This is an optimization exercise on Yosys and OpenROAD, whose aim is small area, a short achievable clock period and few clock cycles per item, not a production implementation.
Only simulation tests tie the RTL to the original design; equivalence was not proved.

==> flow/design.v <==
module sha256_lane (
    input  wire         clk,
    input  wire         rst_n,    
    input  wire         start,    
    input  wire         first,    
    input  wire [511:0] block,    
    output wire         ready,
    output reg          done,
    output wire [255:0] digest    
);
    localparam [31:0] IV0 = 32'h6a09e667, IV1 = 32'hbb67ae85,
                      IV2 = 32'h3c6ef372, IV3 = 32'ha54ff53a,
                      IV4 = 32'h510e527f, IV5 = 32'h9b05688c,
                      IV6 = 32'h1f83d9ab, IV7 = 32'h5be0cd19;
    function [31:0] knext;
        input [5:0] i;
        begin
            case (i)
                6'd0:  knext = 32'h71374491; 6'd1:  knext = 32'hb5c0fbcf;
                6'd2:  knext = 32'he9b5dba5; 6'd3:  knext = 32'h3956c25b;
                6'd4:  knext = 32'h59f111f1; 6'd5:  knext = 32'h923f82a4;
                6'd6:  knext = 32'hab1c5ed5; 6'd7:  knext = 32'hd807aa98;
                6'd8:  knext = 32'h12835b01; 6'd9:  knext = 32'h243185be;
                6'd10: knext = 32'h550c7dc3; 6'd11: knext = 32'h72be5d74;
                6'd12: knext = 32'h80deb1fe; 6'd13: knext = 32'h9bdc06a7;
                6'd14: knext = 32'hc19bf174; 6'd15: knext = 32'he49b69c1;
                6'd16: knext = 32'hefbe4786; 6'd17: knext = 32'h0fc19dc6;
                6'd18: knext = 32'h240ca1cc; 6'd19: knext = 32'h2de92c6f;
                6'd20: knext = 32'h4a7484aa; 6'd21: knext = 32'h5cb0a9dc;
                6'd22: knext = 32'h76f988da; 6'd23: knext = 32'h983e5152;
                6'd24: knext = 32'ha831c66d; 6'd25: knext = 32'hb00327c8;
                6'd26: knext = 32'hbf597fc7; 6'd27: knext = 32'hc6e00bf3;
                6'd28: knext = 32'hd5a79147; 6'd29: knext = 32'h06ca6351;
                6'd30: knext = 32'h14292967; 6'd31: knext = 32'h27b70a85;
                6'd32: knext = 32'h2e1b2138; 6'd33: knext = 32'h4d2c6dfc;
                6'd34: knext = 32'h53380d13; 6'd35: knext = 32'h650a7354;
                6'd36: knext = 32'h766a0abb; 6'd37: knext = 32'h81c2c92e;
                6'd38: knext = 32'h92722c85; 6'd39: knext = 32'ha2bfe8a1;
                6'd40: knext = 32'ha81a664b; 6'd41: knext = 32'hc24b8b70;
                6'd42: knext = 32'hc76c51a3; 6'd43: knext = 32'hd192e819;
                6'd44: knext = 32'hd6990624; 6'd45: knext = 32'hf40e3585;
                6'd46: knext = 32'h106aa070; 6'd47: knext = 32'h19a4c116;
                6'd48: knext = 32'h1e376c08; 6'd49: knext = 32'h2748774c;
                6'd50: knext = 32'h34b0bcb5; 6'd51: knext = 32'h391c0cb3;
                6'd52: knext = 32'h4ed8aa4a; 6'd53: knext = 32'h5b9cca4f;
                6'd54: knext = 32'h682e6ff3; 6'd55: knext = 32'h748f82ee;
                6'd56: knext = 32'h78a5636f; 6'd57: knext = 32'h84c87814;
                6'd58: knext = 32'h8cc70208; 6'd59: knext = 32'h90befffa;
                6'd60: knext = 32'ha4506ceb; 6'd61: knext = 32'hbef9a3f7;
                6'd62: knext = 32'hc67178f2; default: knext = 32'h428a2f98;
            endcase
        end
    endfunction
    function [63:0] csa;
        input [31:0] x, y, z;
        begin
            csa[31:0]  = x ^ y ^ z;
            csa[63:32] = {(x[30:0] & y[30:0]) | (x[30:0] & z[30:0]) | (y[30:0] & z[30:0]), 1'b0};
        end
    endfunction
    reg        run;       
    reg  [5:0] cnt;       
    reg        pre;       
    reg        rdy;       
    reg        nrdy;      
    reg        r61, r62, r63;    
    reg        fst_cur;   
    reg        fst_nxt;   
    reg        s_iv;      
    reg        s_hv;      
    reg        s_63;      
    reg        s_sh;      
    reg        s_nw;      
    reg [31:0] a, b, c, d, e, f, g;   
    reg [31:0] p;                     
    reg [31:0] kq;                    
    reg        f_hv, f_iv;            
    reg [31:0] hv0, hv1, hv2, hv3, hv4, hv5, hv6, hv7;    
    reg [31:0] w [0:15];              
    wire       nrun   = (run & ~r63) | pre;
    wire [5:0] cnt_n  = nrun ? cnt + 6'd1 : cnt;
    wire       acc    = start & rdy;
    assign ready  = rdy;
    assign digest = {hv0, hv1, hv2, hv3, hv4, hv5, hv6, hv7};
    wire [31:0] big_s1 = {e[5:0], e[31:6]} ^ {e[10:0], e[31:11]} ^ {e[24:0], e[31:25]};
    wire [31:0] big_s0 = {a[1:0], a[31:2]} ^ {a[12:0], a[31:13]} ^ {a[21:0], a[31:22]};
    wire [31:0] ch     = (e & f) ^ (~e & g);
    wire [31:0] maj    = (a & b) | (c & (a | b));
    wire [31:0] f0     = (hv0 & {32{f_hv}}) | (IV0 & {32{f_iv}});
    wire [31:0] f4     = (hv4 & {32{f_hv}}) | (IV4 & {32{f_iv}});
    wire [63:0] t1 = csa(p, big_s1, ch);           
    wire [63:0] a2 = csa(big_s0, maj, f0);
    wire [63:0] a3 = csa(t1[31:0], t1[63:32], a2[31:0]);
    wire [63:0] a4 = csa(a3[31:0], a3[63:32], a2[63:32]);
    wire [31:0] a_new = a4[31:0] + a4[63:32];
    wire [63:0] e2 = csa(t1[31:0], t1[63:32], d);
    wire [63:0] e3 = csa(e2[31:0], e2[63:32], f4);
    wire [31:0] e_new = e3[31:0] + e3[63:32];
    wire [31:0] xh  = pre ? (fst_nxt ? IV7 : r63 ? hv6 : hv7) : g;    
    wire [63:0] p1  = csa(xh, kq, w[0]);
    wire [31:0] p_new = p1[31:0] + p1[63:32];
    wire [31:0] ha  = fst_cur ? (r61 ? IV3 : r62 ? IV2 : IV1) : hv3;
    wire [31:0] he  = fst_cur ? (r61 ? IV7 : r62 ? IV6 : IV5) : hv7;
    wire [31:0] sum_a = ha + a;
    wire [31:0] sum_e = he + e;
    wire [31:0] sml_s0 = {w[1][6:0], w[1][31:7]}   ^ {w[1][17:0], w[1][31:18]}  ^ (w[1] >> 3);
    wire [31:0] sml_s1 = {w[14][16:0], w[14][31:17]} ^ {w[14][18:0], w[14][31:19]} ^ (w[14] >> 10);
    wire [63:0] w1 = csa(sml_s1, w[9], w[0]);
    wire [63:0] w2 = csa(w1[31:0], w1[63:32], sml_s0);
    wire [31:0] w_new = w2[31:0] + w2[63:32];
    integer i;
    always @(posedge clk) begin
        if (!rst_n) begin
            run  <= 1'b0;
            cnt  <= 6'd63;
            pre  <= 1'b0;
            rdy  <= 1'b1;
            nrdy <= 1'b0;
            done <= 1'b0;
            r61  <= 1'b0;
            r62  <= 1'b0;
            r63  <= 1'b0;
            f_hv <= 1'b0;
            f_iv <= 1'b0;
            s_iv <= 1'b0;
            s_hv <= 1'b0;
            s_63 <= 1'b0;
            s_sh <= 1'b1;
            s_nw <= 1'b1;
        end else begin
            run  <= nrun;
            cnt  <= cnt_n;
            pre  <= acc;
            rdy  <= (~nrun & ~acc) | r61;
            nrdy <= ~((~nrun & ~acc) | r61);
            done <= r63;
            r61  <= run & (cnt == 6'd60);
            r62  <= r61;
            r63  <= r62;
            f_hv <= run & (cnt == 6'd62) & ~fst_cur;
            f_iv <= run & (cnt == 6'd62) & fst_cur;
            s_iv <= acc & first;
            s_hv <= acc & ~first & ~r62;
            s_63 <= r62 & ~(acc & first);
            s_sh <= ~acc & ~r62;
            s_nw <= (r62 & ~(acc & first)) | (~acc & ~r62);
        end
    end
    always @(posedge clk) begin
        if (rdy)
            fst_nxt <= first;
        if (pre)
            fst_cur <= fst_nxt;
        for (i = 0; i < 16; i = i + 1)
            w[i] <= (block[511 - 32*i -: 32] & {32{rdy}}) |
                    ((i == 15 ? w_new : w[(i+1) % 16]) & {32{nrdy}});
        kq <= knext(cnt_n);
        p  <= p_new;
        a <= (a_new & {32{s_nw}}) | (hv0 & {32{s_hv}}) | (IV0 & {32{s_iv}});
        b <= (sum_a & {32{s_63}}) | (a & {32{s_sh}}) | (hv1 & {32{s_hv}}) | (IV1 & {32{s_iv}});
        c <= (hv1 & {32{s_63}}) | (hv2 & {32{s_hv}}) | (b & {32{s_sh}}) | (IV2 & {32{s_iv}});
        d <= (hv2 & {32{s_63}}) | (hv3 & {32{s_hv}}) | (c & {32{s_sh}}) | (IV3 & {32{s_iv}});
        e <= (e_new & {32{s_nw}}) | (hv4 & {32{s_hv}}) | (IV4 & {32{s_iv}});
        f <= (sum_e & {32{s_63}}) | (e & {32{s_sh}}) | (hv5 & {32{s_hv}}) | (IV5 & {32{s_iv}});
        g <= (hv5 & {32{s_63}}) | (hv6 & {32{s_hv}}) | (f & {32{s_sh}}) | (IV6 & {32{s_iv}});
        if (r61 | r62 | r63) begin
            hv1 <= sum_a; hv2 <= hv1; hv3 <= hv2;
            hv5 <= sum_e; hv6 <= hv5; hv7 <= hv6;
        end
        if (r63) begin
            hv0 <= a_new; hv4 <= e_new;
        end
    end
endmodule
clock: 9.5 ns
lec_check: 0
cap_margin: 20
core_margin: 2
core_utilization: 40
cts_cluster_diameter: 60
cts_cluster_size: 30
setup_slack_margin: 5
slew_margin: 20
standard.sh (not shown) runs the stock make flow with config.mk's settings and CLKGATE_MAP_FILE= SYNTH_SCRIPT=/design/flow/synth_recipe.tcl, a recipe that flattens the netlist after the stock synthesis.
==> flow/flow/run.sh <==
#!/bin/bash
# Standard layout, but with the smallest buffer on the ports (every port
# still gets its own buffer); each tool's output stays in orfs/logs.
set -euo pipefail
bash standard.sh BUFFER_PORTS_ARGS="-buffer_cell sky130_fd_sc_hd__buf_1" finish > standard_make.log 2>&1
Testbench counts at the start, summed over its fixed seeds: cycles 50,136, blocks 783.
==> next run, changes <==
--- a/flow/design.v
+++ b/flow/design.v
@@ -71,26 +71,27 @@
     reg        s_63;      
     reg        s_sh;      
     reg        s_nw;      
     reg [31:0] a, b, c, d, e, f, g;   
     reg [31:0] p;                     
     reg [31:0] kq;                    
-    reg        f_hv, f_iv;            
+    reg        r63f;                  
     reg [31:0] hv0, hv1, hv2, hv3, hv4, hv5, hv6, hv7;    
     reg [31:0] w [0:15];              
     wire       nrun   = (run & ~r63) | pre;
     wire [5:0] cnt_n  = nrun ? cnt + 6'd1 : cnt;
     wire       acc    = start & rdy;
     assign ready  = rdy;
     assign digest = {hv0, hv1, hv2, hv3, hv4, hv5, hv6, hv7};
+    wire [31:0] s0 = fst_cur ? IV0 : hv0, s4 = fst_cur ? IV4 : hv4;
     wire [31:0] big_s1 = {e[5:0], e[31:6]} ^ {e[10:0], e[31:11]} ^ {e[24:0], e[31:25]};
     wire [31:0] big_s0 = {a[1:0], a[31:2]} ^ {a[12:0], a[31:13]} ^ {a[21:0], a[31:22]};
     wire [31:0] ch     = (e & f) ^ (~e & g);
     wire [31:0] maj    = (a & b) | (c & (a | b));
-    wire [31:0] f0     = (hv0 & {32{f_hv}}) | (IV0 & {32{f_iv}});
-    wire [31:0] f4     = (hv4 & {32{f_hv}}) | (IV4 & {32{f_iv}});
+    wire [31:0] f0     = s0 & {32{r63f}};
+    wire [31:0] f4     = s4 & {32{r63f}};
     wire [63:0] t1 = csa(p, big_s1, ch);           
     wire [63:0] a2 = csa(big_s0, maj, f0);
     wire [63:0] a3 = csa(t1[31:0], t1[63:32], a2[31:0]);
     wire [63:0] a4 = csa(a3[31:0], a3[63:32], a2[63:32]);
     wire [31:0] a_new = a4[31:0] + a4[63:32];
     wire [63:0] e2 = csa(t1[31:0], t1[63:32], d);
@@ -117,14 +118,13 @@
             rdy  <= 1'b1;
             nrdy <= 1'b0;
             done <= 1'b0;
             r61  <= 1'b0;
             r62  <= 1'b0;
             r63  <= 1'b0;
-            f_hv <= 1'b0;
-            f_iv <= 1'b0;
+            r63f <= 1'b0;
             s_iv <= 1'b0;
             s_hv <= 1'b0;
             s_63 <= 1'b0;
             s_sh <= 1'b1;
             s_nw <= 1'b1;
         end else begin
@@ -134,14 +134,13 @@
             rdy  <= (~nrun & ~acc) | r61;
             nrdy <= ~((~nrun & ~acc) | r61);
             done <= r63;
             r61  <= run & (cnt == 6'd60);
             r62  <= r61;
             r63  <= r62;
-            f_hv <= run & (cnt == 6'd62) & ~fst_cur;
-            f_iv <= run & (cnt == 6'd62) & fst_cur;
+            r63f <= run & (cnt == 6'd62);
             s_iv <= acc & first;
             s_hv <= acc & ~first & ~r62;
             s_63 <= r62 & ~(acc & first);
             s_sh <= ~acc & ~r62;
             s_nw <= (r62 & ~(acc & first)) | (~acc & ~r62);
         end
Result:
- The new run completed with no timing, DRC or antenna violations
- setup slack improved by 100 ps
- wire length decreases by about 2%
- first-iteration DRC count increases by about 0.7%
- hold slack got worse by 17 ps
- via count decreases by about 2.7%
- fmax increases by 2.1%
- utilization decreases by 0.58 points
- cell count decreases by 1.9%
- final area decreases by about 1.3%
Testbench counts after the change, summed over its fixed seeds: cycles 50,136, blocks 783.

re-timing with driven ports:
No port has a modelled driver above. Below, the same layouts with a new extraction and two added sets of constraints.
Step 1 (the two cells are an assumption about what drives the block):
set clk [get_ports {clk}]
set_driving_cell -lib_cell sky130_fd_sc_hd__clkbuf_16 $clk
set_driving_cell -lib_cell sky130_fd_sc_hd__buf_2 [delete_from_list [all_inputs] $clk]
Step 2 moves the port delays by t, midway between the first and last clock arrival at a register: inputs arrive t later, outputs are due t later. That takes back most of the time a late clock gives input paths.
Slacks: no drivers / after step 1 / after step 2; pairs: no drivers / after step 1.
run	t (ns)	setup WS [ns]	worst hold slack (ns)
the first run	0.786	4.378 / 4.378 / 4.378	0.425 / 0.425 / 0.425
the second run	0.801	4.482 / 4.482 / 4.482	0.408 / 0.408 / 0.408
After both steps setup and hold are still met in every run listed.
